Context: an optimization exercise on an open-source flow, tuned for small area. The choices shown serve that exercise and are no tape-out recipe. Only simulation tests tie the RTL to the original design; equivalence was not proved.

===== config.mk =====
export PLATFORM = sky130hd
export DESIGN_NAME = serve_code_gen
export DESIGN_NICKNAME = serve_code_gen
export VERILOG_FILES = /design/flow/design.v
export SDC_FILE = /design/flow/constraint.sdc
export NUM_CORES = 8
export LEC_CHECK = 0
export CAP_MARGIN = 20
export CORE_MARGIN = 2
export CORE_UTILIZATION = 40
export PLACE_DENSITY = 0.6
export SLEW_MARGIN = 20

===== constraint.sdc =====
create_clock -name core_clock -period 10.0 [get_ports {clk}]
set_input_delay 2.0000 -clock core_clock [delete_from_list [all_inputs] [get_ports {clk}]]
set_output_delay 2.0000 -clock core_clock [all_outputs]
set_load 0.01 [all_outputs]

===== design.v =====
module aes_sbox (
    input  wire [7:0] a,
    output wire [7:0] y
);
    wire U0 = a[7], U1 = a[6], U2 = a[5], U3 = a[4];
    wire U4 = a[3], U5 = a[2], U6 = a[1], U7 = a[0];
    wire S0, S1, S2, S3, S4, S5, S6, S7;
    wire L0, L1, L2, L3, L4, L5, L6, L7, L8, L9, L10, L11, L12, L13, L14, L15, L16, L17, L18, L19, L20, L21, L22, L23, L24, L25, L26, L27, L28, L29, M1, M2, M3, M4, M5, M6, M7, M8, M9, M10, M11, M12, M13, M14, M15, M16, M17, M18, M19, M20, M21, M22, M23, M24, M25, M26, M27, M28, M29, M30, M31, M32, M33, M34, M35, M36, M37, M38, M39, M40, M41, M42, M43, M44, M45, M46, M47, M48, M49, M50, M51, M52, M53, M54, M55, M56, M57, M58, M59, M60, M61, M62, M63, T1, T2, T3, T4, T5, T6, T7, T8, T9, T10, T11, T12, T13, T14, T15, T16, T17, T18, T19, T20, T21, T22, T23, T24, T25, T26, T27;
    assign T1 = U0 ^ U3;
    assign T2 = U0 ^ U5;
    assign T3 = U0 ^ U6;
    assign T4 = U3 ^ U5;
    assign T5 = U4 ^ U6;
    assign T6 = T1 ^ T5;
    assign T7 = U1 ^ U2;
    assign T8 = U7 ^ T6;
    assign T9 = U7 ^ T7;
    assign T10 = T6 ^ T7;
    assign T11 = U1 ^ U5;
    assign T12 = U2 ^ U5;
    assign T13 = T3 ^ T4;
    assign T14 = T6 ^ T11;
    assign T15 = T5 ^ T11;
    assign T16 = T5 ^ T12;
    assign T17 = T9 ^ T16;
    assign T18 = U3 ^ U7;
    assign T19 = T7 ^ T18;
    assign T20 = T1 ^ T19;
    assign T21 = U6 ^ U7;
    assign T22 = T7 ^ T21;
    assign T23 = T2 ^ T22;
    assign T24 = T2 ^ T10;
    assign T25 = T20 ^ T17;
    assign T26 = T3 ^ T16;
    assign T27 = T1 ^ T12;
    assign M1 = T13 & T6;
    assign M2 = T23 & T8;
    assign M3 = T14 ^ M1;
    assign M4 = T19 & U7;
    assign M5 = M4 ^ M1;
    assign M6 = T3 & T16;
    assign M7 = T22 & T9;
    assign M8 = T26 ^ M6;
    assign M9 = T20 & T17;
    assign M10 = M9 ^ M6;
    assign M11 = T1 & T15;
    assign M12 = T4 & T27;
    assign M13 = M12 ^ M11;
    assign M14 = T2 & T10;
    assign M15 = M14 ^ M11;
    assign M16 = M3 ^ M2;
    assign M17 = M5 ^ T24;
    assign M18 = M8 ^ M7;
    assign M19 = M10 ^ M15;
    assign M20 = M16 ^ M13;
    assign M21 = M17 ^ M15;
    assign M22 = M18 ^ M13;
    assign M23 = M19 ^ T25;
    assign M24 = M22 ^ M23;
    assign M25 = M22 & M20;
    assign M26 = M21 ^ M25;
    assign M27 = M20 ^ M21;
    assign M28 = M23 ^ M25;
    assign M29 = M28 & M27;
    assign M30 = M26 & M24;
    assign M31 = M20 & M23;
    assign M32 = M27 & M31;
    assign M33 = M27 ^ M25;
    assign M34 = M21 & M22;
    assign M35 = M24 & M34;
    assign M36 = M24 ^ M25;
    assign M37 = M21 ^ M29;
    assign M38 = M32 ^ M33;
    assign M39 = M23 ^ M30;
    assign M40 = M35 ^ M36;
    assign M41 = M38 ^ M40;
    assign M42 = M37 ^ M39;
    assign M43 = M37 ^ M38;
    assign M44 = M39 ^ M40;
    assign M45 = M42 ^ M41;
    assign M46 = M44 & T6;
    assign M47 = M40 & T8;
    assign M48 = M39 & U7;
    assign M49 = M43 & T16;
    assign M50 = M38 & T9;
    assign M51 = M37 & T17;
    assign M52 = M42 & T15;
    assign M53 = M45 & T27;
    assign M54 = M41 & T10;
    assign M55 = M44 & T13;
    assign M56 = M40 & T23;
    assign M57 = M39 & T19;
    assign M58 = M43 & T3;
    assign M59 = M38 & T22;
    assign M60 = M37 & T20;
    assign M61 = M42 & T1;
    assign M62 = M45 & T4;
    assign M63 = M41 & T2;
    assign L0 = M61 ^ M62;
    assign L1 = M50 ^ M56;
    assign L2 = M46 ^ M48;
    assign L3 = M47 ^ M55;
    assign L4 = M54 ^ M58;
    assign L5 = M49 ^ M61;
    assign L6 = M62 ^ L5;
    assign L7 = M46 ^ L3;
    assign L8 = M51 ^ M59;
    assign L9 = M52 ^ M53;
    assign L10 = M53 ^ L4;
    assign L11 = M60 ^ L2;
    assign L12 = M48 ^ M51;
    assign L13 = M50 ^ L0;
    assign L14 = M52 ^ M61;
    assign L15 = M55 ^ L1;
    assign L16 = M56 ^ L0;
    assign L17 = M57 ^ L1;
    assign L18 = M58 ^ L8;
    assign L19 = M63 ^ L4;
    assign L20 = L0 ^ L1;
    assign L21 = L1 ^ L7;
    assign L22 = L3 ^ L12;
    assign L23 = L18 ^ L2;
    assign L24 = L15 ^ L9;
    assign L25 = L6 ^ L10;
    assign L26 = L7 ^ L9;
    assign L27 = L8 ^ L10;
    assign L28 = L11 ^ L14;
    assign L29 = L11 ^ L17;
    assign S0 = L6 ^ L24;
    assign S1 = ~(L16 ^ L26);
    assign S2 = ~(L19 ^ L28);
    assign S3 = L6 ^ L21;
    assign S4 = L20 ^ L22;
    assign S5 = L25 ^ L29;
    assign S6 = ~(L13 ^ L27);
    assign S7 = ~(L6 ^ L23);
    assign y = {S0, S1, S2, S3, S4, S5, S6, S7};
endmodule
module serve_code_gen (
    input  wire         clk,
    input  wire         rst,           
    input  wire         start,
    output wire         ready,
    input  wire [255:0] key,           
    input  wire [31:0]  frame,
    input  wire [15:0]  line,
    input  wire [2:0]   head_id,
    input  wire [63:0]  nonce,
    input  wire [3:0]   bits,
    input  wire [1:0]   phases_log2,
    input  wire [2:0]   phase,
    output reg          out_valid,
    output wire [2:0]   out_index,
    output wire [119:0] offsets        
);
    function integer ROW(input integer g);
        ROW = (g + 1) % 4;
    endfunction
    function integer ELEM(input integer r, input integer c);
        ELEM = 4 * ((r + 3) % 4) + c;
    endfunction
    function [7:0] xtime(input [7:0] b);
        xtime = {b[6:0], 1'b0} ^ (b[7] ? 8'h1b : 8'h00);
    endfunction
    reg         busy;
    reg  [3:0]  i;         
    reg  [4:0]  P;         
    reg  [2:0]  blk;       
    assign ready     = !busy;
    assign out_index = blk;
    wire accept = start && !busy;
    reg  ld;                           
    wire last_blk = (blk == 3'd5);
    wire dp       = (P <= 5'd14);      
    wire p0       = (P == 5'd0);
    wire p14      = (P == 5'd14);
    reg [127:0] D, C, A, B;
    function [127:0] ring_next(input [127:0] nx, input [127:0] pt,
                               input l, input b);
        integer k;
        begin
            for (k = 0; k < 128; k = k + 1)
                if ((k / 8) % 2 == 1)
                    ring_next[k] = ~((l | nx[k]) & (b | pt[k]));
                else
                    ring_next[k] = ~((~l | ~pt[k]) & (l | nx[k]));
        end
    endfunction
    reg [7:0]   s1, s2;                
    reg [7:0]   dlyA, dlyB;            
    wire [7:0] D0  = D[7:0];
    wire [7:0] C0  = C[7:0];
    wire [7:0] A0  = A[7:0];
    wire [7:0] B0  = B[7:0];
    wire [7:0] ctr_byte = (i == 4'd5) ? {5'd0, blk} :
                          (i == 4'd9) ? {5'd0, C0[2:0]} : C0;
    wire [7:0] x_in     = p0 ? ctr_byte : D0;
    wire [7:0] rk       = P[0] ? B[8*8 +: 8] : A0;
    wire [7:0] sin      = x_in ^ rk;
    wire [7:0] sb;
    aes_sbox u_sbox (.a(sin), .y(sb));
    wire [7:0] sout     = p14 ? ~sin : sb;
    wire [7:0] m0 = D[3*8 +: 8];
    wire [7:0] m1 = D[7*8 +: 8];
    wire [7:0] m2 = D[11*8 +: 8];
    wire [7:0] m3 = D[15*8 +: 8];
    wire [7:0] u0 = m0 ^ m1;
    wire [7:0] u1 = m1 ^ m2;
    wire [7:0] u2 = m2 ^ m3;
    wire [7:0] u3 = m3 ^ m0;
    wire [7:0] mo0 = xtime(u0) ^ u1 ^ m3;
    wire [7:0] mo1 = xtime(u1) ^ u2 ^ m0;
    wire [7:0] mo2 = xtime(u2) ^ u3 ^ m1;
    wire [7:0] mo3 = xtime(u3) ^ u0 ^ m2;
    wire mc_en = ((P <= 5'd12) && (i >= 4'd13)) ||
                 ((P >= 5'd1) && (P <= 5'd13) && (i == 4'd0));
    reg [7:0] w15;
    reg       we15;
    always @(*) begin
        we15 = dp;
        w15  = sout;
        if (i >= 4'd12)                  w15 = sout;
        else if (i == 4'd3)              w15 = dlyB;
        else if (i == 4'd6 || i == 4'd7) w15 = s2;
        else if (i >= 4'd9 && i <= 4'd11) w15 = s1;
        else                             we15 = 1'b0;
    end
    wire we14 = dp && (i >= 4'd1) && (i <= 4'd3);
    wire we13 = dp && (i == 4'd6 || i == 4'd7);
    wire we12 = dp && (i == 4'd11);
    reg [127:0] D_n;
    integer p;
    always @(*) begin
        for (p = 0; p < 15; p = p + 1)
            D_n[8*p +: 8] = D[8*(p+1) +: 8];
        D_n[15*8 +: 8] = D0;
        if (mc_en) begin
            D_n[2*8 +: 8]  = mo0;
            D_n[6*8 +: 8]  = mo1;
            D_n[10*8 +: 8] = mo2;
            D_n[14*8 +: 8] = mo3;
        end
        if (we12) D_n[12*8 +: 8] = sout;
        if (we13) D_n[13*8 +: 8] = sout;
        if (we14) D_n[14*8 +: 8] = sout;
        if (we15) D_n[15*8 +: 8] = w15;
    end
    wire rest = !last_blk;              
    wire w0   = (i[1:0] == 2'd0);       
    wire Aen  = ((P <= 5'd12) && !P[0]) || (rest && (P >= 5'd14));
    wire Afwd = (P <= 5'd12);
    wire       Bhi  = i[3];
    wire [4:0] Q    = Bhi ? P : (P - 5'd1);
    wire       Qok  = Bhi || (P != 5'd0);
    wire Ben  = Qok && (((Q <= 5'd11) && Q[0]) || (rest && (Q >= 5'd14) && (Q <= 5'd19)));
    wire Bfwd = (Q <= 5'd11);
    wire [7:0] ksin = w0 ? ((i >= 4'd12) ? dlyB : ~B[15*8 +: 8]) : A[12*8 +: 8];
    wire [7:0] kso;
    aes_sbox u_ksbox (.a(ksin), .y(kso));
    wire [2:0] rcon_i = Afwd ? P[3:1] : (5'd20 - P);
    wire [7:0] rcon   = (i == 4'd12) ? (8'd1 << rcon_i) : 8'd0;
    wire [7:0] XA = Afwd ? ~A[15*8 +: 8] : dlyA;
    wire [7:0] XB = Bfwd ? ~B[15*8 +: 8] : dlyB;
    wire [7:0] A15 = A0 ^ (Aen ? (w0 ? (kso ^ rcon) : XA) : 8'd0);
    wire [7:0] B15 = B0 ^ (Ben ? (w0 ? s1 : XB) : 8'd0);
    wire [127:0] ctr_block = {nonce, 4'd0, phase[2], head_id,
                              phase[1:0], phases_log2, bits, line, frame};
    reg  [127:0] A_ld, B_ld, C_ld;
    integer e, r, c;
    always @(*) begin
        for (e = 0; e < 16; e = e + 1) begin
            r = ROW(e / 4);
            c = e % 4;
            A_ld[8*e +: 8]       = key[8*(4*c + r) +: 8];
            B_ld[8*(e ^ 8) +: 8] = key[8*(16 + 4*c + r) +: 8];
            C_ld[8*e +: 8]       = ctr_block[8*(4*c + r) +: 8];
        end
    end
    always @(posedge clk) begin
        A <= ring_next({A15, A[127:8]}, A_ld, ld, busy);
        B <= ring_next({B15, B[127:8]}, B_ld, ld, busy);
        C <= ring_next({C0, C[127:8]}, C_ld, ld, busy);
        D    <= D_n;
        s1   <= (i[1:0] == 2'd3) ? kso : sout;
        s2   <= s1;
        dlyA <= A0;
        dlyB <= (dp && i == 4'd2) ? s2 : B0;
        if (rst) begin
            busy      <= 1'b0;
            ld        <= 1'b1;
            out_valid <= 1'b0;
        end else begin
            out_valid <= busy && (P == 5'd14) && (i == 4'd15);
            if (accept) begin
                busy <= 1'b1;
                ld   <= 1'b0;
                i    <= 4'd0;
                P    <= 5'd0;
                blk  <= 3'd0;
            end else if (busy) begin
                i <= i + 4'd1;
                if (i == 4'd15) begin
                    if (P == 5'd14 && last_blk) begin
                        busy <= 1'b0;
                        ld   <= 1'b1;
                    end
                    if (P == 5'd20) begin
                        P   <= 5'd0;
                        blk <= blk + 3'd1;
                    end else begin
                        P <= P + 5'd1;
                    end
                end
            end
        end
    end
    wire [7:0] cfg6    = ~C[5*8 +: 8];
    wire       cfg7    = ~C[9*8 + 3];
    wire [3:0] bits_q  = cfg6[3:0];
    wire [1:0] pl_q    = cfg6[5:4];
    wire [2:0] phase_q = {cfg7, cfg6[7:6]};
    wire       nz        = (bits_q != 4'd0);
    wire [9:0] keep_bits = (bits_q >= 4'd10) ? 10'h3ff : ((10'd1 << bits_q) - 10'd1);
    wire [9:0] keep_pl   = ~((10'd1 << pl_q) - 10'd1);
    wire [9:0] keep      = (keep_bits & keep_pl) & {10{nz}};
    wire [2:0] ph        = phase_q & {3{nz}};
    wire [9:0] nkeep     = ~keep;
    wire [2:0] nph       = ~ph;
    reg [127:0] blkout;
    integer n;
    always @(*) begin
        for (n = 0; n < 16; n = n + 1)
            blkout[8*n +: 8] = D[8*ELEM(n % 4, ((n / 4) - (n % 4) + 4) % 4) +: 8];
    end
    genvar gm;
    generate
        for (gm = 0; gm < 12; gm = gm + 1) begin : g_offs
            wire [9:0] rr = blkout[10*gm +: 10];
            assign offsets[10*gm +: 10] = ~((rr | nkeep) & {7'h7f, nph});
        end
    endgenerate
endmodule

===== flow/run.sh =====
#!/bin/bash
# Layout flow: the standard layout (standard.sh), with three changes:
#  - synthesis runs first with an ABC mapping script (flow/map.abc) that keeps
#    the XOR structure of the S-box and MixColumns logic; registers, their
#    names and cell types are those of the standard synthesis, only the
#    combinational mapping differs;
#  - every input and output port still gets its own buffer, but of the
#    smallest buffer cell;
#  - the clock tree uses clkbuf_4 buffers, clusters of up to 9 flip-flops and
#    no dummy loads.
set -euo pipefail
W=$(pwd)

export BUFFER_PORTS_ARGS="-buffer_cell sky130_fd_sc_hd__buf_1"
export CTS_ARGS="-sink_clustering_enable -repair_clock_nets -dont_use_dummy_load -buf_list sky130_fd_sc_hd__clkbuf_2 sky130_fd_sc_hd__clkbuf_4 -sink_clustering_size 9 -sink_clustering_max_diameter 45"

# The standard flow's synthesis script, with every abc call given flow/map.abc
{
  cat <<EOT
proc abc {args} {
  set i [lsearch \$args -script]
  if {\$i >= 0} { set args [lreplace \$args [expr {\$i + 1}] [expr {\$i + 1}] $W/flow/map.abc] }
  yosys abc {*}\$args
}
EOT
  cat "$W/synth_recipe.tcl"
} > "$W/own_synth.tcl"

# the standard make command, for the synth target and with the script above
cmd=$(grep '^make ' "$W/standard.sh")
cmd=${cmd//SYNTH_SCRIPT=/SYNTH_SCRIPT_UNUSED=}
cmd=${cmd/\"\$\{@:-finish\}\"/SYNTH_SCRIPT=$W/own_synth.tcl synth}
echo "$cmd" > "$W/own_synth_cmd.txt"
eval "$cmd" > "$W/synth.log" 2>&1

# the rest of the standard layout (floorplan .. finish), reusing that synthesis
bash "$W/standard.sh" > "$W/layout.log" 2>&1

===== flow/map.abc =====
&get -n
&st
&dch
&nf -R 1000
&put

===== standard.sh =====
#!/bin/bash
# synth_recipe.tcl (not shown) runs the flow's synth.tcl, then flattens the netlist and writes it again
# the make line also repeats each setting of config.mk as NAME=value (left out here)
make -C /OpenROAD-flow-scripts/flow DESIGN_CONFIG=/design/flow/config.mk WORK_HOME=/design/flow/orfs CLKGATE_MAP_FILE= SYNTH_SCRIPT=/design/flow/synth_recipe.tcl "${@:-finish}"

==> metrics.md, run 1 <==
| Metric | Value |
|---|---|
| Syn Inst Count | `2120` |
| EDFF count, synth | `12` |
| RePlAce Congestion | `0.9202` |
| Share of the yosys chip area belonging to registers | `55.74%` |
| Synth unique cells | `35` |
| I/O pins | `approximately 510` |
| Yosys warns | `1` |
| Synth top area cells | `dfxtp_1, xnor2_1, o21ai_0` |
| Status | `stopped before the end` |
| Register bit total from synthesis | `around 560` |
| Port Buffer Count | `roughly 500` |
| Initial Util | `40.53%` |
| Syn nets | `2522` |
| Exit stage | `clock tree synthesis (4_1_cts)` |
| Cell Rows | `82` |
| Die X-Extent | `roughly 230 microns` |
| Detailed Place HPWL | `47950 microns` |
| Yosys top cell by area | `dfxtp_1` |
| Setup Slack @ Placement | `1725 ps` |
| Tool error | `[ERROR STA-0564] clock_tree_synthesis positional arguments not supported.` |
| Ys async rst share | `0%` |
| Top cell type's share of synthesized area | `53.97%` |
| Cell Area, Synth | `0.02029 sq mm` |
| Avg Synthesized Cell Area | `9.571 sq um` |
| Die Y | `229.2 microns` |
| Most used DFF post-synth | `dfxtp_1` |
## synthesized netlist by cell type, drive strengths merged, types with 3 or more instances
cell type,instances
dfxtp,547
o21ai,320
nand2,313
nor2,204
xnor2,199
o22ai,188
xor2,111
a21oi,77
ha,19
clkinv,16
a211oi,14
mux2i,14
edfxtp,12
nand3,11
mux2,10
nor2b,10
nand2b,9
and2,8
nor3,6
a32oi,5
nand3b,5
o211ai,5
a31oi,3
## metrics by stage
| step | cell area (sq um) | cells |
|---|---|---|
| 3_5_place_dp | 23160 | 3312 |
| 3_3_place_gp | 23150 | 3310 |
| 2_1_floorplan | 20290 | 2120 |
## kinds of logic after synthesis
logic type	after synthesis	share of synthesized area [%]
AOI/OAI and AO/OA	622	17.01
adders and majority gates	19	1.172
xor gates and xnor gates	310	13.38
and+or+nand+nor	570	11.15
muxes	24	1.246
buffers and inverters	16	0.2960
DFF	559	55.74
## worst min-delay path by stage
stage | cells after the start | endpoint
after floorplan | 0 | D[56]
after detailed placement | 0 | D[61]
after global placement | 0 | D[56]
==> run 2: changes to the inputs <==
--- a/flow/run.sh
+++ b/flow/run.sh
@@ -12,7 +12,7 @@
 W=$(pwd)
 
 export BUFFER_PORTS_ARGS="-buffer_cell sky130_fd_sc_hd__buf_1"
-export CTS_ARGS="-sink_clustering_enable -repair_clock_nets -dont_use_dummy_load -buf_list sky130_fd_sc_hd__clkbuf_2 sky130_fd_sc_hd__clkbuf_4 -sink_clustering_size 9 -sink_clustering_max_diameter 45"
+export CTS_ARGS="-sink_clustering_enable -repair_clock_nets -dont_use_dummy_load -buf_list sky130_fd_sc_hd__clkbuf_4 -sink_clustering_size 10 -sink_clustering_max_diameter 45"
 
 # The standard flow's synthesis script, with every abc call given flow/map.abc
 {
==> run 2 against run 1 <==
Against the previous run:
- now clean on timing, DRC and antenna
- area after synthesis unchanged
- synthesized cell count is the same
==> metrics.md, run 2 <==
| Metric | Value |
|---|---|
| Status | `no timing/DRC/antenna violations (was stopped before the end)` |
| Most common cell after layout, fill and taps aside | `dfxtp_1` |
| Final layout net count | `around 3100` |
| Final ANT Viol Nets | `0` |
| HP Start | `D[10]` |
| Overflow after GRT | `0` |
| First-pass GRT wire length | `97180 microns` |
| Post-DP Area | `0.02316 sq mm (unchanged)` |
| Most frequent cells in the layout | `dfxtp_1, buf_1, o21ai_0` |
| Largest net degree at the start of global routing | `about 120` |
| Yosys warns | `1 (unchanged)` |
| Hold Path Stages | `0` |
| Core Box Area | `approximately 0.050 sq mm` |
| CP required | `between 10000 and 15000 ps` |
| Crit path DAT | `9040 ps` |
| Clk buf depth | `3` |
| Cell Rows | `82 (unchanged)` |
| CP peak stage delay | `approximately 900 ps` |
| RSZ-0062 raised after global routing | `false` |
| Initial antenna violation count | `9` |
| Most used cell, CP | `xnor2_1` |
| Tcrit/Tclk final | `between 80 and 90%` |
| First-pass iteration count of the detailed router | `12` |
| CTS buffer count | `74` |
| Synth unique cells | `35 (unchanged)` |
| Via/cell ratio | `5.057` |
| Fin. Hold Viols | `0` |
| Synth top area cells | `dfxtp_1, xnor2_1, o21ai_0 (unchanged)` |
| Max stage delay cell, worst path | `edfxtp_1` |
| Kind of critical path | `reg2reg` |
| Design area | `0.02373 sq mm` |
| EDFF count, synth | `12 (unchanged)` |
| Final WL | `64110 microns` |
| Ys async rst share | `0% (unchanged)` |
| Via count | `17150` |
| RePlAce Congestion | `0.9202 (unchanged)` |
| Post-CTS setup buffer count | `0` |
| Initial Util | `40.53% (unchanged)` |
| Register bit total from synthesis | `559 (unchanged)` |
| Clk_skew | `87.99 ps` |
| FF-to-FF End | `D[122]` |
| Die Y | `229.2 microns (unchanged)` |
| Port Buffer Count | `507 (unchanged)` |
| Fmax | `0.1191 GHz` |
| I/O pins | `508 (unchanged)` |
| Fin. max-slew vios | `0` |
| Die X-Extent | `229.2 microns (unchanged)` |
| Cell Area, Synth | `0.02029 sq mm (unchanged)` |
| Reg clk slew, reported paths | `100 ps` |
| Worst Hold Path EP | `D[2]` |
| # DRC | `0` |
| Post-CTS resize count | `0` |
| Reg2Reg Setup Slack | `about 1600 ps` |
| Post-route setup TNS | `0 ps` |
| Worst Tran Pin Value | `1096 ps` |
| Worst setup EP type | `flip-flop` |
| GRT Util Overall | `between 20% and 30%` |
| # fillers | `5072` |
| Fraction of layout cells with a size suffix above 1 | `under 10%` |
| Top cell type's share of synthesized area | `53.97% (unchanged)` |
| Die ar. | `0.05254 sq mm` |
| Worst Hold Class | `reg2reg` |
| Avg Synthesized Cell Area | `9.571 sq um (unchanged)` |
| P&R area growth vs syn | `16.95%` |
| Htree depth | `3` |
| Cell with the most instances after synthesis | `dfxtp_1 (unchanged)` |
| Final setup violation count | `0` |
| CP Max Fanout | `19` |
| Max cap viols | `0` |
| Most frequent cells after synthesis | `dfxtp_1, o21ai_0, nand2_1 (unchanged)` |
| Detailed Place HPWL | `47950 microns (unchanged)` |
| Syn nets | `2522 (unchanged)` |
| Share of the yosys chip area belonging to registers | `55.74% (unchanged)` |
| Number of global-route vias before repair | `17250` |
| Worst r2r path cells | `30` |
| Clk latency of the worst-skew pair | `between 800 and 900 ps` |
| Starting DRT DRC Count | `953` |
| Syn Inst Count | `2120 (unchanged)` |
| Yosys top cell by area | `dfxtp_1 (unchanged)` |
| Routed WL per cell | `18.90 microns` |
| CTS Hold Bufs | `0` |
| Final min period | `8400 ps` |
| RR Startpoint | `P[0]` |
| CP startpoint kind | `flip-flop` |
| Clk root buf | `clkbuf_4` |
| TritonCTS clock tree | `done` |
| Most used DFF post-synth | `dfxtp_1 (unchanged)` |
| Clock Sinks | `559` |
| Max-slew headroom | `26.84%` |
## run 2: cell counts after synthesis
No cell type changed its count.
## run 2: layout make-up
class | count | area [sq um] | area share, %
flip-flops and latches | 559 | 11320 | 47.70
multi-input cells | 1545 | 8942 | 37.68
repair buffers | 520 | 1998 | 8.420
well taps | 672 | 840.8 | 3.543
clock buffers | 74 | 555.5 | 2.341
inverters | 16 | 60.06 | 0.2531
diodes | 6 | 15.01 | 0.06327
## run 2: how the worst max path moves through the flow
stage	startpoint	slack (ps)	depth (start not counted)	endpoint
3_3_place_gp	P[0]	2120	29	D[122]
4_1_cts	P[0]	1680	30	D[122]
5_1_grt	P[0]	810	31	D[122]
2_1_floorplan	ld	360	1	A[0]
6_report	P[0]	1600	30	D[122]
3_5_place_dp	P[0]	1720	30	D[122]
## run 2: cells by family after synthesis
group	Yosys count	share of synthesized area, %
and+or+nand+nor	570	11.15
xor gates and xnor gates	310	13.38
DFF	559	55.74
AOI/OAI and AO/OA	622	17.01
buffers and inverters	16	0.2960
muxes	24	1.246
adders and majority gates	19	1.172
## run 2: metal layers
metal  up-vias  GRT usage (%)  part of all wire [%]
met5         -              0                 0.072
met4         8          8.076                   2.8
met3       115          5.391                   6.4
met2       567          41.18                    48
met1      7924          29.38                    42
li1       8538              -                     -
## run 2: per-stage QoR
stage	std cells	setup WS [ps]	hold slack (ps)	utilization (%)
2_1_floorplan	2120	361.0	309.6	-
3_3_place_gp	3310	2122	310.7	46.23
3_5_place_dp	3312	1725	312.1	46.26
4_1_cts	3386	1681	323.4	47.37
5_1_grt	3392	811.6	329.5	47.40
6_report	3392	1600	316.9	47.40
## run 2: worst max-delay path, delay by kind of cell, from the launching register on
family / cells / cell delay [ps]
buf+inv: 2 / 570
xor+xnor: 14 / 3820
flops: 1 / 900
compound gates: 7 / 1490
simple gates: 5 / 800
fa+ha+maj: 2 / 660
==> run 3: changes to the inputs <==
--- a/flow/run.sh
+++ b/flow/run.sh
@@ -6,7 +6,7 @@
 #    combinational mapping differs;
 #  - every input and output port still gets its own buffer, but of the
 #    smallest buffer cell;
-#  - the clock tree uses clkbuf_4 buffers, clusters of up to 9 flip-flops and
+#  - the clock tree uses clkbuf_4 buffers, clusters of up to 10 flip-flops and
 #    no dummy loads.
 set -euo pipefail
 W=$(pwd)
==> run 3 against run 2 <==
Against the previous run:
- hold slack is the same
- cell area is the same
- worst setup slack is the same
- sequential cell count is the same
==> metrics.md, run 3 <==
| Metric | Value |
|---|---|
| Post-DP Area | `0.02316 sq mm (unchanged)` |
| Fin. Hold Viols | `0 (unchanged)` |
| Fin. max-slew vios | `0 (unchanged)` |
| Mux cell area share after synthesis | `1.246% (unchanged)` |
| First-pass GRT wire length | `97180 microns (unchanged)` |
| I/O pins | `508 (unchanged)` |
| Ys async rst share | `0% (unchanged)` |
| Overflow after GRT | `0 (unchanged)` |
| Avg Synthesized Cell Area | `9.571 sq um (unchanged)` |
| Number of global-route vias before repair | `17250 (unchanged)` |
| Most frequent cells in the layout | `dfxtp_1, buf_1, o21ai_0 (unchanged)` |
| Die ar. | `0.05254 sq mm (unchanged)` |
| Cell Area, Synth | `0.02029 sq mm (unchanged)` |
| Post-CTS resize count | `0 (unchanged)` |
| Largest net degree at the start of global routing | `124 (unchanged)` |
| # DRC | `0 (unchanged)` |
| Worst Tran Pin Value | `1096 ps (unchanged)` |
| Cell with the most instances after synthesis | `dfxtp_1 (unchanged)` |
| Final min period | `8400 ps (unchanged)` |
| TritonCTS clock tree | `done (unchanged)` |
| Most frequent cells after synthesis | `dfxtp_1, o21ai_0, nand2_1 (unchanged)` |
| Initial Util | `40.53% (unchanged)` |
| RePlAce Congestion | `0.9202 (unchanged)` |
| # fillers | `5072 (unchanged)` |
| Syn nets | `2522 (unchanged)` |
| Clk latency of the worst-skew pair | `830 ps (about the same)` |
| CP Max Fanout | `19 (unchanged)` |
| Routed WL per cell | `18.90 microns (unchanged)` |
| Synth Area in Adders | `1.172% (unchanged)` |
| Post-Synth XOR/XNOR Area | `13.38% (unchanged)` |
| CTS buffer count | `74 (unchanged)` |
| Design area | `0.02373 sq mm (unchanged)` |
| Crit path DAT | `9040 ps (about the same)` |
| Clk root buf | `clkbuf_4 (unchanged)` |
| Port Buffer Count | `507 (unchanged)` |
| EDFF count, synth | `12 (unchanged)` |
| CP peak stage delay | `900 ps (about the same)` |
| Post-route setup TNS | `0 ps (unchanged)` |
| Yosys top cell by area | `dfxtp_1 (unchanged)` |
| Synth Area in Simple Gates | `11.15% (unchanged)` |
| Die Y | `229.2 microns (unchanged)` |
| Fmax | `0.1191 GHz (unchanged)` |
| Hold Path Stages | `0 (unchanged)` |
| Synth top area cells | `dfxtp_1, xnor2_1, o21ai_0 (unchanged)` |
| Tcrit/Tclk final | `84.00% (unchanged)` |
| Clk buf depth | `3 (unchanged)` |
| Max cap viols | `0 (unchanged)` |
| Via/cell ratio | `5.057 (unchanged)` |
| Register bit total from synthesis | `559 (unchanged)` |
| CP startpoint kind | `flip-flop (unchanged)` |
| Via count | `17150 (unchanged)` |
| Worst setup EP type | `flip-flop (unchanged)` |
| Clock Sinks | `559 (unchanged)` |
| Final setup violation count | `0 (unchanged)` |
| Placed insts | `3312 (unchanged)` |
| Initial antenna violation count | `9 (unchanged)` |
| RSZ-0062 raised after global routing | `false (unchanged)` |
| P&R area growth vs syn | `16.95% (unchanged)` |
| Worst r2r path cells | `30 (unchanged)` |
| Worst Hold Class | `reg2reg (unchanged)` |
| Share of the yosys chip area belonging to registers | `55.74% (unchanged)` |
| Syn Inst Count | `2120 (unchanged)` |
| Max stage delay cell, worst path | `edfxtp_1 (unchanged)` |
| Kind of critical path | `reg2reg (unchanged)` |
| Final WL | `64110 microns (unchanged)` |
| Die X-Extent | `229.2 microns (unchanged)` |
| Finished Layout Cells | `3392 (unchanged)` |
| Fraction of layout cells with a size suffix above 1 | `3.390% (unchanged)` |
| Post-CTS setup buffer count | `0 (unchanged)` |
| Most common cell after layout, fill and taps aside | `dfxtp_1 (unchanged)` |
| Most used cell, CP | `xnor2_1 (unchanged)` |
| Htree depth | `3 (unchanged)` |
| Final ANT Viol Nets | `0 (unchanged)` |
| Status | `no timing/DRC/antenna violations (unchanged)` |
| Clk_skew | `87.99 ps (unchanged)` |
| Core Box Area | `0.05007 sq mm (unchanged)` |
| Cell Rows | `82 (unchanged)` |
| CTS Hold Bufs | `0 (unchanged)` |
| Starting DRT DRC Count | `953 (unchanged)` |
| Reg clk slew, reported paths | `100 ps (about the same)` |
| First-pass iteration count of the detailed router | `12 (unchanged)` |
| Top cell type's share of synthesized area | `53.97% (unchanged)` |
| Synth Area in Compound Gates | `17.01% (unchanged)` |
| Max-slew headroom | `26.84% (unchanged)` |
| CP required | `10640 ps (about the same)` |
| Yosys warns | `1 (unchanged)` |
| Most used DFF post-synth | `dfxtp_1 (unchanged)` |
| Final layout net count | `3118 (unchanged)` |
| Synth unique cells | `35 (unchanged)` |
| GRT Util Overall | `23.89% (unchanged)` |
| Detailed Place HPWL | `47950 microns (unchanged)` |
| Main combinational cell family by area after synthesis | `compound AO/OA/AOI/OAI gates (unchanged)` |
## run 3: cell counts after synthesis
No cell type changed its count.
## run 3: stage by stage
stage	hold WS [ps]	utilization, %	setup WS (ps)
2_1_floorplan	309.6	-	361.0
4_1_cts	323.4	47.37	1681
3_5_place_dp	312.1	46.26	1725
3_3_place_gp	310.7	46.23	2122
6_report	316.9	47.40	1600
5_1_grt	329.5	47.40	811.6
## run 3: worst paths after layout
path,from,to,slack (ps)
max reg2reg,P[0],D[122],1600
min reg2reg,D[10],D[2],320
min,D[10],D[2],320
max,P[0],D[122],1600
## run 3: logic make-up (layout without fill, tap and decap cells)
family,Yosys count,in the layout
AO/OA/AOI/OAI,622,622
flip-flops,559,559
other,0,6
adder cells (fa/ha/maj),19,19
buffers and inverters,16,610
AND/OR/NAND/NOR,570,570
XOR/XNOR,310,310
multiplexers,24,24
## run 3: area by class of cell
cell class	instances	area [sq um]	area share, %
antenna	6	15.01	0.06327
clock buffer	74	555.5	2.341
inverter	16	60.06	0.2531
multi-input combinational	1545	8942	37.68
sequential	559	11320	47.70
tap	672	840.8	3.543
timing repair buffer	520	1998	8.420
## run 3: routing by layer
| layer | part of all wire (%) | vias to the layer above | track usage [%] | wire length, microns |
|---|---|---|---|---|
| met5 | 0.072 | - | 0 | 46 |
| met1 | 42 | 7924 | 29.38 | 27210 |
| li1 | - | 8538 | - | - |
| met2 | 48 | 567 | 41.18 | 30930 |
| met3 | 6.4 | 115 | 5.391 | 4133 |
| met4 | 2.8 | 8 | 8.076 | 1793 |
## run 3: critical path: cells and delay by family, from the launching register on
family	cells	cell delay, ps
flops	1	900
xor+xnor	14	3820
simple gates	5	800
fa+ha+maj	2	660
buf+inv	2	570
compound gates	7	1490
==> run 4: changes to the inputs <==
--- a/design.v
+++ b/design.v
@@ -204,14 +204,107 @@
     wire [7:0] m1 = D[7*8 +: 8];
     wire [7:0] m2 = D[11*8 +: 8];
     wire [7:0] m3 = D[15*8 +: 8];
-    wire [7:0] u0 = m0 ^ m1;
-    wire [7:0] u1 = m1 ^ m2;
-    wire [7:0] u2 = m2 ^ m3;
-    wire [7:0] u3 = m3 ^ m0;
-    wire [7:0] mo0 = xtime(u0) ^ u1 ^ m3;
-    wire [7:0] mo1 = xtime(u1) ^ u2 ^ m0;
-    wire [7:0] mo2 = xtime(u2) ^ u3 ^ m1;
-    wire [7:0] mo3 = xtime(u3) ^ u0 ^ m2;
+    wire [7:0] mo0, mo1, mo2, mo3;
+    wire x32, x33, x34, x35, x36, x37, x38, x39, x40, x41, x42, x43, x44, x45, x46, x47, x48, x49, x50, x51, x52, x53, x54, x55, x56, x57, x58, x59, x60, x61, x62, x63, x64, x65, x66, x67, x68, x69, x70, x71, x72, x73, x74, x75, x76, x77, x78, x79, x80, x81, x82, x83, x84, x85, x86, x87, x88, x89, x90, x91, x92, x93, x94, x95, x96, x97, x98, x99, x100, x101, x102, x103, x104, x105, x106, x107, x108, x109, x110, x111, x112, x113, x114, x115, x116, x117, x118, x119, x120, x121, x122, x123, x124, x125, x126;
+    assign x32 = m0[7] ^ m1[7];
+    assign x33 = m2[7] ^ m3[7];
+    assign x34 = m0[7] ^ m3[7];
+    assign x35 = m1[7] ^ m2[7];
+    assign x36 = m0[6] ^ m1[6];
+    assign x37 = m2[5] ^ m3[5];
+    assign x38 = m2[6] ^ m3[6];
+    assign x39 = m0[5] ^ m1[5];
+    assign x40 = m1[0] ^ m2[0];
+    assign x41 = m0[0] ^ m3[0];
+    assign x42 = m1[4] ^ m2[4];
+    assign x43 = m0[1] ^ m1[1];
+    assign x44 = m1[2] ^ m2[2];
+    assign x45 = m2[1] ^ m3[1];
+    assign x46 = m0[2] ^ m3[2];
+    assign x47 = m0[3] ^ m1[3];
+    assign x48 = m0[4] ^ m3[4];
+    assign x49 = m2[3] ^ m3[3];
+    assign x50 = m1[0] ^ x33;
+    assign x51 = m3[0] ^ x40;
+    assign x52 = x34 ^ x41;
+    assign x53 = x41 ^ x50;
+    assign x54 = x51 ^ x52;
+    assign x55 = x32 ^ x51;
+    assign x56 = m2[0] ^ x41;
+    assign x57 = x35 ^ x56;
+    assign x58 = m1[7] ^ x33;
+    assign x59 = x36 ^ x58;
+    assign x60 = m1[6] ^ x34;
+    assign x61 = m3[2] ^ x43;
+    assign x62 = x44 ^ x61;
+    assign x63 = m1[1] ^ x46;
+    assign x64 = m1[7] ^ x38;
+    assign x65 = x34 ^ x64;
+    assign x66 = m0[5] ^ x42;
+    assign x67 = x37 ^ x66;
+    assign x68 = m2[4] ^ x39;
+    assign x69 = m2[7] ^ x60;
+    assign x70 = m2[6] ^ x69;
+    assign x71 = x67 ^ x68;
+    assign x72 = m0[4] ^ x71;
+    assign x73 = m2[5] ^ x39;
+    assign x74 = x48 ^ x73;
+    assign x75 = m3[4] ^ x68;
+    assign x76 = m3[5] ^ x75;
+    assign x77 = m1[6] ^ x38;
+    assign x78 = m0[5] ^ x36;
+    assign x79 = x39 ^ x77;
+    assign x80 = x62 ^ x63;
+    assign x81 = m3[1] ^ x80;
+    assign x82 = m2[5] ^ x78;
+    assign x83 = x79 ^ x82;
+    assign x84 = m2[6] ^ x78;
+    assign x85 = m3[5] ^ x84;
+    assign x86 = m3[6] ^ x60;
+    assign x87 = x59 ^ x86;
+    assign x88 = m1[2] ^ x46;
+    assign x89 = x45 ^ x88;
+    assign x90 = m2[1] ^ x52;
+    assign x91 = x43 ^ x90;
+    assign x92 = m2[1] ^ m2[2];
+    assign x93 = x63 ^ x92;
+    assign x94 = m3[6] ^ x37;
+    assign x95 = x36 ^ x94;
+    assign x96 = m0[3] ^ x35;
+    assign x97 = m2[3] ^ x47;
+    assign x98 = x33 ^ x49;
+    assign x99 = x34 ^ x46;
+    assign x100 = x97 ^ x99;
+    assign x101 = m1[4] ^ x98;
+    assign x102 = x48 ^ x101;
+    assign x103 = x44 ^ x49;
+    assign x104 = x96 ^ x103;
+    assign x105 = x50 ^ x51;
+    assign x106 = m3[1] ^ x105;
+    assign x107 = x43 ^ x106;
+    assign x108 = x48 ^ x97;
+    assign x109 = m2[4] ^ x108;
+    assign x110 = x96 ^ x109;
+    assign x111 = m3[4] ^ x32;
+    assign x112 = x47 ^ x111;
+    assign x113 = x42 ^ x112;
+    assign x114 = x101 ^ x112;
+    assign x115 = x110 ^ x114;
+    assign x116 = m1[1] ^ x56;
+    assign x117 = x55 ^ x116;
+    assign x118 = x45 ^ x117;
+    assign x119 = x106 ^ x117;
+    assign x120 = x91 ^ x119;
+    assign x121 = m3[2] ^ x98;
+    assign x122 = m2[2] ^ x121;
+    assign x123 = x97 ^ x122;
+    assign x124 = m3[3] ^ x104;
+    assign x125 = x99 ^ x123;
+    assign x126 = x124 ^ x125;
+    assign mo0 = {x59, x79, x72, x113, x126, x62, x118, x55};
+    assign mo1 = {x70, x83, x67, x110, x104, x93, x120, x57};
+    assign mo2 = {x65, x95, x76, x102, x123, x89, x107, x53};
+    assign mo3 = {x87, x85, x74, x115, x100, x81, x91, x54};
     wire mc_en = ((P <= 5'd12) && (i >= 4'd13)) ||
                  ((P >= 5'd1) && (P <= 5'd13) && (i == 4'd0));
     reg [7:0] w15;
==> run 4 against run 3 <==
Against the previous run:
- count of clock-buffer cells in the layout up 1
- cell count down 0.62%
- critical endpoint unchanged
- synthesized cell count down 1.0%
- maximum frequency down 0.41%
- non-clock buffer count down 1
- die area down 0.51%
- first-iteration DRC count up 4.6%
- clock skew up 0.74 ps
- register-to-register slack worse by 30 ps
- still clean on timing, DRC and antenna
- critical path depth down 1
==> metrics.md, run 4 <==
| Metric | Value |
|---|---|
| Overflow after GRT | `0 (unchanged)` |
| Final layout net count | `3096 (was 3118)` |
| Worst Hold Class | `reg2reg (unchanged)` |
| Clk buf depth | `3 (unchanged)` |
| CP required | `10650 ps (was 10640 ps)` |
| Initial Util | `40.40% (was 40.53%)` |
| Die ar. | `0.05228 sq mm (was 0.05254 sq mm)` |
| Most used DFF post-synth | `dfxtp_1 (unchanged)` |
| GRT Util Overall | `23.78% (was 23.89%)` |
| CTS buffer count | `75 (was 74)` |
| Finished Layout Cells | `3371 (was 3392)` |
| Most common cell after layout, fill and taps aside | `dfxtp_1 (unchanged)` |
| Most frequent cells in the layout | `dfxtp_1, buf_1, o21ai_0 (unchanged)` |
| Syn Inst Count | `2098 (was 2120)` |
| Cell Rows | `82 (unchanged)` |
| # DRC | `0 (unchanged)` |
| Final setup violation count | `0 (unchanged)` |
| Core Box Area | `0.04997 sq mm (was 0.05007 sq mm)` |
| Fin. max-slew vios | `0 (unchanged)` |
| Post-CTS setup buffer count | `0 (unchanged)` |
| Clk_skew | `88.74 ps (was 87.99 ps)` |
| Worst Tran Pin Value | `1118 ps (was 1096 ps)` |
| Kind of critical path | `reg2reg (unchanged)` |
| Clock Sinks | `559 (unchanged)` |
| Port Buffer Count | `507 (unchanged)` |
| Max stage delay cell, worst path | `edfxtp_1 (unchanged)` |
| Clk root buf | `clkbuf_4 (unchanged)` |
| Setup Slack @ Placement | `1690 ps (was 1725 ps)` |
| Post-DP Area | `0.02305 sq mm (was 0.02316 sq mm)` |
| Placed insts | `3288 (was 3312)` |
| Max cap viols | `0 (unchanged)` |
| Initial antenna violation count | `5 (was 9)` |
| Top cell type's share of synthesized area | `54.25% (was 53.97%)` |
| Worst setup EP type | `flip-flop (unchanged)` |
| EDFF count, synth | `12 (unchanged)` |
| CP peak stage delay | `890 ps (was 900 ps)` |
| Clk latency of the worst-skew pair | `810 ps (was 830 ps)` |
| Final min period | `8435 ps (was 8400 ps)` |
| Final setup margin | `1565 ps (was 1600 ps)` |
| I/O pins | `508 (unchanged)` |
| Synth unique cells | `37 (was 35)` |
| Fraction of layout cells with a size suffix above 1 | `3.455% (was 3.390%)` |
| Max-slew headroom | `24.66% (was 26.84%)` |
| Final ANT Viol Nets | `0 (unchanged)` |
| Status | `no timing/DRC/antenna violations (unchanged)` |
| Starting DRT DRC Count | `997 (was 953)` |
| Die X-Extent | `228.6 microns (was 229.2 microns)` |
| Fmax | `0.1186 GHz (was 0.1191 GHz)` |
| Register bit total from synthesis | `559 (unchanged)` |
| TritonCTS clock tree | `done (unchanged)` |
| Ys async rst share | `0% (unchanged)` |
| Yosys warns | `1 (unchanged)` |
| First-pass iteration count of the detailed router | `6 (was 12)` |
| Number of global-route vias before repair | `17080 (was 17250)` |
| RePlAce Congestion | `0.9390 (was 0.9202)` |
| Routed WL per cell | `18.92 microns (was 18.90 microns)` |
| CP bufs+invs | `2 (unchanged)` |
| Via count | `17110 (was 17150)` |
| First-pass GRT wire length | `96530 microns (was 97180 microns)` |
| Hold WS | `305.6 ps (was 316.9 ps)` |
| Post-route setup TNS | `0 ps (unchanged)` |
| Die Y | `228.6 microns (was 229.2 microns)` |
| Top delay family on crit path | `XOR/XNOR gates (unchanged)` |
| Most used cell, CP | `xnor2_1 (unchanged)` |
| Detailed Place HPWL | `47640 microns (was 47950 microns)` |
| Yosys top cell by area | `dfxtp_1 (unchanged)` |
| Syn nets | `2500 (was 2522)` |
| P&R area growth vs syn | `17.23% (was 16.95%)` |
| Most frequent cells after synthesis | `dfxtp_1, o21ai_0, nand2_1 (unchanged)` |
| Fin. Hold Viols | `0 (unchanged)` |
| Reg clk slew, reported paths | `100 ps (about the same)` |
| Tcrit/Tclk final | `84.35% (was 84.00%)` |
| CP Max Fanout | `19 (unchanged)` |
| RSZ-0062 raised after global routing | `false (unchanged)` |
| CTS Hold Bufs | `0 (unchanged)` |
| CP startpoint kind | `flip-flop (unchanged)` |
| Design area | `0.02366 sq mm (was 0.02373 sq mm)` |
| Crit path DAT | `9090 ps (was 9040 ps)` |
| Avg Synthesized Cell Area | `9.621 sq um (was 9.571 sq um)` |
| Via/cell ratio | `5.075 (was 5.057)` |
| Largest net degree at the start of global routing | `298 (was 124)` |
| Cell Area, Synth | `0.02019 sq mm (was 0.02029 sq mm)` |
| Cell with the most instances after synthesis | `dfxtp_1 (unchanged)` |
| Final WL | `63760 microns (was 64110 microns)` |
| Share of the yosys chip area belonging to registers | `56.03% (was 55.74%)` |
| Synth top area cells | `dfxtp_1, o21ai_0, xnor2_1 (was dfxtp_1, xnor2_1, o21ai_0)` |
| Htree depth | `3 (unchanged)` |
| Post-CTS resize count | `0 (unchanged)` |
==> run 4: cell count changes in the layout (fill, tap and decap cells not counted), moves of 2 or more <==
| cell | delta |
|---|---|
| buf_4 | -3 |
| xor2_1 | +7 |
| nand2b_1 | +5 |
| nor2_1 | -7 |
| a21oi_1 | -5 |
| and3_1 | +2 |
| nand2_1 | -9 |
| xnor2_1 | -29 |
| o21bai_1 | +2 |
| nor2b_1 | +5 |
| mux2i_1 | +3 |
| o21ai_0 | -3 |
==> run 4: final timing paths <==
check | startpoint | to | slack, ps | cells past startpoint
worst max register to register | P[0] | D[122] | 1570 | 29
worst max-delay path | P[0] | D[122] | 1570 | 29
worst min-delay path | D[70] | D[62] | 310 | 0
worst min register to register | D[70] | D[62] | 310 | 0
==> run 4: cell type report <==
cell class	count	area, sq um
Antenna cell	7	17.52
Tap cell	672	840.8
Timing Repair Buffer	519	2029
Inverter	15	56.30
Clock buffer	75	563.0
Sequential cell	559	11320
Multi-Input combinational cell	1524	8837
Fill cell	5001	26300
==> run 4: routing by layer <==
layer  vias up  wire length, microns  track usage, %
li1       8471                     -               -
met1      7941                 27150           29.32
met2       569                 30280           40.36
met3       124                  4196           5.689
met4         4                  2116           8.742
met5         -                    25               0
==> run 4: cell families after synthesis <==
kind of cell | Yosys count | synth area share, %
AOI/OAI and AO/OA | 619 | 17.08
xor gates and xnor gates | 289 | 12.61
adders and majority gates | 19 | 1.178
buffers and inverters | 15 | 0.2789
DFF | 559 | 56.03
muxes | 28 | 1.457
and+or+nand+nor | 569 | 11.36
==> run 4: per-stage QoR <==
step,utilization [%]
after floorplan,-
after global placement,46.11
after detailed placement,46.13
after CTS,47.26
after global routing,47.35
final,47.36
==> run 5: changes to the inputs <==
--- a/design.v
+++ b/design.v
@@ -5,135 +5,122 @@
     wire U0 = a[7], U1 = a[6], U2 = a[5], U3 = a[4];
     wire U4 = a[3], U5 = a[2], U6 = a[1], U7 = a[0];
     wire S0, S1, S2, S3, S4, S5, S6, S7;
-    wire L0, L1, L2, L3, L4, L5, L6, L7, L8, L9, L10, L11, L12, L13, L14, L15, L16, L17, L18, L19, L20, L21, L22, L23, L24, L25, L26, L27, L28, L29, M1, M2, M3, M4, M5, M6, M7, M8, M9, M10, M11, M12, M13, M14, M15, M16, M17, M18, M19, M20, M21, M22, M23, M24, M25, M26, M27, M28, M29, M30, M31, M32, M33, M34, M35, M36, M37, M38, M39, M40, M41, M42, M43, M44, M45, M46, M47, M48, M49, M50, M51, M52, M53, M54, M55, M56, M57, M58, M59, M60, M61, M62, M63, T1, T2, T3, T4, T5, T6, T7, T8, T9, T10, T11, T12, T13, T14, T15, T16, T17, T18, T19, T20, T21, T22, T23, T24, T25, T26, T27;
-    assign T1 = U0 ^ U3;
-    assign T2 = U0 ^ U5;
-    assign T3 = U0 ^ U6;
-    assign T4 = U3 ^ U5;
-    assign T5 = U4 ^ U6;
-    assign T6 = T1 ^ T5;
-    assign T7 = U1 ^ U2;
-    assign T8 = U7 ^ T6;
-    assign T9 = U7 ^ T7;
-    assign T10 = T6 ^ T7;
-    assign T11 = U1 ^ U5;
-    assign T12 = U2 ^ U5;
-    assign T13 = T3 ^ T4;
-    assign T14 = T6 ^ T11;
-    assign T15 = T5 ^ T11;
-    assign T16 = T5 ^ T12;
-    assign T17 = T9 ^ T16;
-    assign T18 = U3 ^ U7;
-    assign T19 = T7 ^ T18;
-    assign T20 = T1 ^ T19;
-    assign T21 = U6 ^ U7;
-    assign T22 = T7 ^ T21;
-    assign T23 = T2 ^ T22;
-    assign T24 = T2 ^ T10;
-    assign T25 = T20 ^ T17;
-    assign T26 = T3 ^ T16;
-    assign T27 = T1 ^ T12;
-    assign M1 = T13 & T6;
-    assign M2 = T23 & T8;
-    assign M3 = T14 ^ M1;
-    assign M4 = T19 & U7;
-    assign M5 = M4 ^ M1;
-    assign M6 = T3 & T16;
-    assign M7 = T22 & T9;
-    assign M8 = T26 ^ M6;
-    assign M9 = T20 & T17;
-    assign M10 = M9 ^ M6;
-    assign M11 = T1 & T15;
-    assign M12 = T4 & T27;
-    assign M13 = M12 ^ M11;
-    assign M14 = T2 & T10;
-    assign M15 = M14 ^ M11;
-    assign M16 = M3 ^ M2;
-    assign M17 = M5 ^ T24;
-    assign M18 = M8 ^ M7;
-    assign M19 = M10 ^ M15;
-    assign M20 = M16 ^ M13;
-    assign M21 = M17 ^ M15;
-    assign M22 = M18 ^ M13;
-    assign M23 = M19 ^ T25;
-    assign M24 = M22 ^ M23;
-    assign M25 = M22 & M20;
-    assign M26 = M21 ^ M25;
-    assign M27 = M20 ^ M21;
-    assign M28 = M23 ^ M25;
-    assign M29 = M28 & M27;
-    assign M30 = M26 & M24;
-    assign M31 = M20 & M23;
-    assign M32 = M27 & M31;
-    assign M33 = M27 ^ M25;
-    assign M34 = M21 & M22;
-    assign M35 = M24 & M34;
-    assign M36 = M24 ^ M25;
-    assign M37 = M21 ^ M29;
-    assign M38 = M32 ^ M33;
-    assign M39 = M23 ^ M30;
-    assign M40 = M35 ^ M36;
-    assign M41 = M38 ^ M40;
-    assign M42 = M37 ^ M39;
-    assign M43 = M37 ^ M38;
-    assign M44 = M39 ^ M40;
-    assign M45 = M42 ^ M41;
-    assign M46 = M44 & T6;
-    assign M47 = M40 & T8;
-    assign M48 = M39 & U7;
-    assign M49 = M43 & T16;
-    assign M50 = M38 & T9;
-    assign M51 = M37 & T17;
-    assign M52 = M42 & T15;
-    assign M53 = M45 & T27;
-    assign M54 = M41 & T10;
-    assign M55 = M44 & T13;
-    assign M56 = M40 & T23;
-    assign M57 = M39 & T19;
-    assign M58 = M43 & T3;
-    assign M59 = M38 & T22;
-    assign M60 = M37 & T20;
-    assign M61 = M42 & T1;
-    assign M62 = M45 & T4;
-    assign M63 = M41 & T2;
-    assign L0 = M61 ^ M62;
-    assign L1 = M50 ^ M56;
-    assign L2 = M46 ^ M48;
-    assign L3 = M47 ^ M55;
-    assign L4 = M54 ^ M58;
-    assign L5 = M49 ^ M61;
-    assign L6 = M62 ^ L5;
-    assign L7 = M46 ^ L3;
-    assign L8 = M51 ^ M59;
-    assign L9 = M52 ^ M53;
-    assign L10 = M53 ^ L4;
-    assign L11 = M60 ^ L2;
-    assign L12 = M48 ^ M51;
-    assign L13 = M50 ^ L0;
-    assign L14 = M52 ^ M61;
-    assign L15 = M55 ^ L1;
-    assign L16 = M56 ^ L0;
-    assign L17 = M57 ^ L1;
-    assign L18 = M58 ^ L8;
-    assign L19 = M63 ^ L4;
-    assign L20 = L0 ^ L1;
-    assign L21 = L1 ^ L7;
-    assign L22 = L3 ^ L12;
-    assign L23 = L18 ^ L2;
-    assign L24 = L15 ^ L9;
-    assign L25 = L6 ^ L10;
-    assign L26 = L7 ^ L9;
-    assign L27 = L8 ^ L10;
-    assign L28 = L11 ^ L14;
-    assign L29 = L11 ^ L17;
-    assign S0 = L6 ^ L24;
-    assign S1 = ~(L16 ^ L26);
-    assign S2 = ~(L19 ^ L28);
-    assign S3 = L6 ^ L21;
-    assign S4 = L20 ^ L22;
-    assign S5 = L25 ^ L29;
-    assign S6 = ~(L13 ^ L27);
-    assign S7 = ~(L6 ^ L23);
+    wire y14, y13, y9, y8, t0, y1, y4, y12, y2, y5, y3, t1, y15, y20, y6, y10, y11, y7, y17, y19, y16, y21, y18, t2, t3, t4, t5, t6, t7, t8, t9, t10, t11, t12, t13, t14, t15, t16, t17, t18, t19, t20, t21, t22, t23, t24, t25, t26, t27, t28, t29, t30, t31, t32, t33, t34, t35, t36, t37, t38, t39, t40, t41, t42, t43, t44, t45, z0, z1, z2, z3, z4, z5, z6, z7, z8, z9, z10, z11, z12, z13, z14, z15, z16, z17, t46, t47, t48, t49, t50, t51, t52, t53, t54, t55, t56, t57, t58, t59, t60, t61, t62, t63, t64, t65, t66, t67;
+    assign y14 = U3 ^ U5;
+    assign y13 = U0 ^ U6;
+    assign y9 = U0 ^ U3;
+    assign y8 = U0 ^ U5;
+    assign t0 = U1 ^ U2;
+    assign y1 = t0 ^ U7;
+    assign y4 = y1 ^ U3;
+    assign y12 = y13 ^ y14;
+    assign y2 = y1 ^ U0;
+    assign y5 = y1 ^ U6;
+    assign y3 = y5 ^ y8;
+    assign t1 = U4 ^ y12;
+    assign y15 = t1 ^ U5;
+    assign y20 = t1 ^ U1;
+    assign y6 = y15 ^ U7;
+    assign y10 = y15 ^ t0;
+    assign y11 = y20 ^ y9;
+    assign y7 = U7 ^ y11;
+    assign y17 = y10 ^ y11;
+    assign y19 = y10 ^ y8;
+    assign y16 = t0 ^ y11;
+    assign y21 = y13 ^ y16;
+    assign y18 = U0 ^ y16;
+    assign t2 = y12 & y15;
+    assign t3 = y3 & y6;
+    assign t4 = t3 ^ t2;
+    assign t5 = y4 & U7;
+    assign t6 = t5 ^ t2;
+    assign t7 = y13 & y16;
+    assign t8 = y5 & y1;
+    assign t9 = t8 ^ t7;
+    assign t10 = y2 & y7;
+    assign t11 = t10 ^ t7;
+    assign t12 = y9 & y11;
+    assign t13 = y14 & y17;
+    assign t14 = t13 ^ t12;
+    assign t15 = y8 & y10;
+    assign t16 = t15 ^ t12;
+    assign t17 = t4 ^ t14;
+    assign t18 = t6 ^ t16;
+    assign t19 = t9 ^ t14;
+    assign t20 = t11 ^ t16;
+    assign t21 = t17 ^ y20;
+    assign t22 = t18 ^ y19;
+    assign t23 = t19 ^ y21;
+    assign t24 = t20 ^ y18;
+    assign t25 = t21 ^ t22;
+    assign t26 = t21 & t23;
+    assign t27 = t24 ^ t26;
+    assign t28 = t25 & t27;
+    assign t29 = t28 ^ t22;
+    assign t30 = t23 ^ t24;
+    assign t31 = t22 ^ t26;
+    assign t32 = t31 & t30;
+    assign t33 = t32 ^ t24;
+    assign t34 = t23 ^ t33;
+    assign t35 = t27 ^ t33;
+    assign t36 = t24 & t35;
+    assign t37 = t36 ^ t34;
+    assign t38 = t27 ^ t36;
+    assign t39 = t29 & t38;
+    assign t40 = t25 ^ t39;
+    assign t41 = t40 ^ t37;
+    assign t42 = t29 ^ t33;
+    assign t43 = t29 ^ t40;
+    assign t44 = t33 ^ t37;
+    assign t45 = t42 ^ t41;
+    assign z0 = t44 & y15;
+    assign z1 = t37 & y6;
+    assign z2 = t33 & U7;
+    assign z3 = t43 & y16;
+    assign z4 = t40 & y1;
+    assign z5 = t29 & y7;
+    assign z6 = t42 & y11;
+    assign z7 = t45 & y17;
+    assign z8 = t41 & y10;
+    assign z9 = t44 & y12;
+    assign z10 = t37 & y3;
+    assign z11 = t33 & y4;
+    assign z12 = t43 & y13;
+    assign z13 = t40 & y5;
+    assign z14 = t29 & y2;
+    assign z15 = t42 & y9;
+    assign z16 = t45 & y14;
+    assign z17 = t41 & y8;
+    assign t46 = z15 ^ z16;
+    assign t47 = z10 ^ z11;
+    assign t48 = z5 ^ z13;
+    assign t49 = z9 ^ z10;
+    assign t50 = z2 ^ z12;
+    assign t51 = z2 ^ z5;
+    assign t52 = z7 ^ z8;
+    assign t53 = z0 ^ z3;
+    assign t54 = z6 ^ z7;
+    assign t55 = z16 ^ z17;
+    assign t56 = z12 ^ t48;
+    assign t57 = t50 ^ t53;
+    assign t58 = z4 ^ t46;
+    assign t59 = z3 ^ t54;
+    assign t60 = t46 ^ t57;
+    assign t61 = z14 ^ t57;
+    assign t62 = t52 ^ t58;
+    assign t63 = t49 ^ t58;
+    assign t64 = z4 ^ t59;
+    assign t65 = t61 ^ t62;
+    assign t66 = z1 ^ t63;
+    assign S0 = t59 ^ t63;
+    assign S6 = ~(t56 ^ t62);
+    assign S7 = ~(t48 ^ t60);
+    assign t67 = t64 ^ t65;
+    assign S3 = t53 ^ t66;
+    assign S4 = t51 ^ t66;
+    assign S5 = t47 ^ t65;
+    assign S1 = ~(t64 ^ S3);
+    assign S2 = ~(t55 ^ t67);
     assign y = {S0, S1, S2, S3, S4, S5, S6, S7};
 endmodule
 module serve_code_gen (
==> run 5 against run 4 <==
Against the previous run:
- still clean on timing, DRC and antenna
- utilization decreased by 0.10 points
- die area decreased by 0.52%
- global-route usage increased by 0.13 points
- count of clock-buffer cells in the layout increased by 1
- critical path depth increased by 5
- sequential cell count unchanged
==> metrics.md, run 5 <==
| Metric | Value |
|---|---|
| Status | `no timing/DRC/antenna violations (unchanged)` |
| Worst setup EP type | `flip-flop (unchanged)` |
| Syn nets | `2488 (was 2500)` |
| Post-DP Area | `0.02297 sq mm (was 0.02305 sq mm)` |
| RePlAce Congestion | `0.9494 (was 0.9390)` |
| Most frequent cells after synthesis | `dfxtp_1, o21ai_0, nand2_1 (unchanged)` |
| Cell with the most instances after synthesis | `dfxtp_1 (unchanged)` |
| Setup Slack @ Placement | `1021 ps (was 1690 ps)` |
| Ys async rst share | `0% (unchanged)` |
| Fin. Hold Viols | `0 (unchanged)` |
| Synth Area in Adders | `1.433% (was 1.178%)` |
| Initial Util | `40.27% (was 40.40%)` |
| Mux cell area share after synthesis | `1.471% (was 1.457%)` |
| Starting DRT DRC Count | `977 (was 997)` |
| Fraction of layout cells with a size suffix above 1 | `3.618% (was 3.455%)` |
| Htree depth | `3 (unchanged)` |
| Fin. max-slew vios | `0 (unchanged)` |
| Via/cell ratio | `5.051 (was 5.075)` |
| TritonCTS clock tree | `done (unchanged)` |
| Die X-Extent | `228.1 microns (was 228.6 microns)` |
| CTS Hold Bufs | `0 (unchanged)` |
| # fillers | `5049 (was 5001)` |
| Clk latency of the worst-skew pair | `820 ps (was 810 ps)` |
| Design area | `0.02356 sq mm (was 0.02366 sq mm)` |
| Number of global-route vias before repair | `17010 (was 17080)` |
| CP startpoint kind | `flip-flop (unchanged)` |
| Clk buf depth | `3 (unchanged)` |
| Synth unique cells | `35 (was 37)` |
| Kind of critical path | `reg2reg (unchanged)` |
| CP Max Fanout | `13 (was 19)` |
| Yosys top cell by area | `dfxtp_1 (unchanged)` |
| Clk root buf | `clkbuf_4 (unchanged)` |
| First-pass iteration count of the detailed router | `5 (was 6)` |
| Syn Inst Count | `2082 (was 2098)` |
| Avg Synthesized Cell Area | `9.644 sq um (was 9.621 sq um)` |
| Port Buffer Count | `507 (unchanged)` |
| Most used DFF post-synth | `dfxtp_1 (unchanged)` |
| I/O pins | `508 (unchanged)` |
| P&R area growth vs syn | `17.35% (was 17.23%)` |
| Max-slew headroom | `22.89% (was 24.66%)` |
| Cell Rows | `82 (unchanged)` |
| Final layout net count | `3089 (was 3096)` |
| Clock Sinks | `559 (unchanged)` |
| Top cell type's share of synthesized area | `54.54% (was 54.25%)` |
| Via count | `16970 (was 17110)` |
| Util after Layout | `47.25% (was 47.36%)` |
| Die ar. | `0.05201 sq mm (was 0.05228 sq mm)` |
| Core Box Area | `0.04986 sq mm (was 0.04997 sq mm)` |
| Placed insts | `3277 (was 3288)` |
| Yosys warns | `1 (unchanged)` |
| RSZ-0062 raised after global routing | `false (unchanged)` |
| Synth top area cells | `dfxtp_1, o21ai_0, xnor2_1 (unchanged)` |
| GRT Util Overall | `23.91% (was 23.78%)` |
| CTS buffer count | `76 (was 75)` |
| # DRC | `0 (unchanged)` |
| Max cap viols | `0 (unchanged)` |
| Overflow after GRT | `0 (unchanged)` |
| Post-route setup TNS | `0 ps (unchanged)` |
| Final WL | `63310 microns (was 63760 microns)` |
| Post-CTS resize count | `0 (unchanged)` |
| Most common cell after layout, fill and taps aside | `dfxtp_1 (unchanged)` |
| Reg2Reg Setup Slack | `830 ps (was 1570 ps)` |
| Final ANT Viol Nets | `0 (unchanged)` |
| Final min period | `9170 ps (was 8435 ps)` |
| Tcrit/Tclk final | `91.70% (was 84.35%)` |
| Fmax | `0.1091 GHz (was 0.1186 GHz)` |
| Synth Area in Compound Gates | `17.17% (was 17.08%)` |
| Max stage delay cell, worst path | `edfxtp_1 (unchanged)` |
| CP peak stage delay | `540 ps (was 890 ps)` |
| Cell Area, Synth | `0.02008 sq mm (was 0.02019 sq mm)` |
| Routed WL per cell | `18.84 microns (was 18.92 microns)` |
| Final setup margin | `830.3 ps (was 1565 ps)` |
| Reg clk slew, reported paths | `100 ps (about the same)` |
| Most used cell, CP | `xnor2_1 (unchanged)` |
| Initial antenna violation count | `4 (was 5)` |
| Final setup violation count | `0 (unchanged)` |
| Synth Area in Simple Gates | `11.19% (was 11.36%)` |
| CP required | `10620 ps (was 10650 ps)` |
| CP bufs+invs | `1 (was 2)` |
| Hold WS | `313.9 ps (was 305.6 ps)` |
| Most frequent cells in the layout | `dfxtp_1, buf_1, o21ai_0 (unchanged)` |
| EDFF count, synth | `12 (unchanged)` |
| Post-CTS setup buffer count | `0 (unchanged)` |
| Detailed Place HPWL | `47410 microns (was 47640 microns)` |
| Largest net degree at the start of global routing | `250 (was 298)` |
| Worst Hold Class | `reg2reg (unchanged)` |
| Post-Synth XOR/XNOR Area | `12.06% (was 12.61%)` |
| Die Y | `228.1 microns (was 228.6 microns)` |
| Finished Layout Cells | `3360 (was 3371)` |
| Top delay family on crit path | `XOR/XNOR gates (unchanged)` |
| Clk_skew | `69.25 ps (was 88.74 ps)` |
| Share of the yosys chip area belonging to registers | `56.33% (was 56.03%)` |
| First-pass GRT wire length | `96670 microns (was 96530 microns)` |
| Crit path DAT | `9790 ps (was 9090 ps)` |
| Register bit total from synthesis | `559 (unchanged)` |
| Main combinational cell family by area after synthesis | `compound AO/OA/AOI/OAI gates (unchanged)` |
| Worst Tran Pin Value | `1156 ps (was 1118 ps)` |
run 5: cell types whose count changed in the layout (fill, tap and decap cells not counted), moves of 3 or more:
cell / change
nor2_1: -4
nand3b_1: -3
buf_4: +5
a21oi_1: +5
ha_1: +4
nand2_1: -4
xnor2_1: -12
nand2b_1: -3
clkinv_1: +3
run 5: final timing paths:
check / startpoint / endpoint / cells past startpoint
worst max-delay path: P[1] / D[126] / 34
worst min-delay path: D[71] / D[63] / 0
worst max register to register: P[1] / D[126] / 34
worst min register to register: D[71] / D[63] / 0
run 5: layout make-up:
cell class              instances  area, sq um  share of cell area, %
flip-flops and latches        559        11320                  48.04
multi-input cells            1505         8715                  36.98
repair buffers                523         2033                  8.629
well taps                     672        840.8                  3.568
clock buffers                  76        570.5                  2.421
inverters                      18        67.56                 0.2867
diodes                          7        17.52                0.07434
run 5: metal layers:
metal | routed length, microns | track usage [%]
met2 | 30360 | 40.75
met1 | 27100 | 29.99
met3 | 4166 | 5.763
met4 | 1652 | 7.108
met5 | 38 | 0
run 5: cells by family after synthesis:
group,after synthesis
AOI/OAI and AO/OA,621
and+or+nand+nor,558
DFF,559
adders and majority gates,23
buffers and inverters,18
xor gates and xnor gates,275
muxes,28
run 5: worst reg2reg max path, delay by kind of cell, from the launching register on:
kind / cells / cell delay (ps)
mux: 2 / 790
simple gates: 5 / 1020
flops: 1 / 540
compound gates: 6 / 1080
buf+inv: 1 / 150
xor+xnor: 18 / 4830
fa+ha+maj: 2 / 550

==> separate check: timing with driven ports <==
In the flow no input, the clock included, has a driving cell. The finished layouts below were timed again as built, in two steps. Step 1: set_driving_cell puts a clkbuf_16 on clk and a buf_2 on each other input, an assumption about the parent block. Step 2 adds t to the input delays and takes it off the output delays; t is the mean of the earliest and latest rising clock arrival at the registers after step 1. Input paths then give back, and output paths get back, about the clock's delay inside the block. Slacks: no drivers / after step 1 / after step 2; pairs: no drivers / after step 1.
| run | t (ns) | setup slack, ns | worst setup path at the end | slew at the worst register clock pin (ns) |
|---|---|---|---|---|
| run 2 | 0.838 | 1.600 / 1.600 / 1.600 | register to register | 0.11 / 0.11 |
| run 3 | 0.838 | 1.600 / 1.600 / 1.600 | register to register | 0.11 / 0.11 |
| run 4 | 0.839 | 1.565 / 1.565 / 1.565 | register to register | 0.11 / 0.11 |
| run 5 | 0.852 | 0.830 / 0.830 / 0.830 | register to register | 0.11 / 0.11 |
After both steps setup and hold are still met in every run listed.
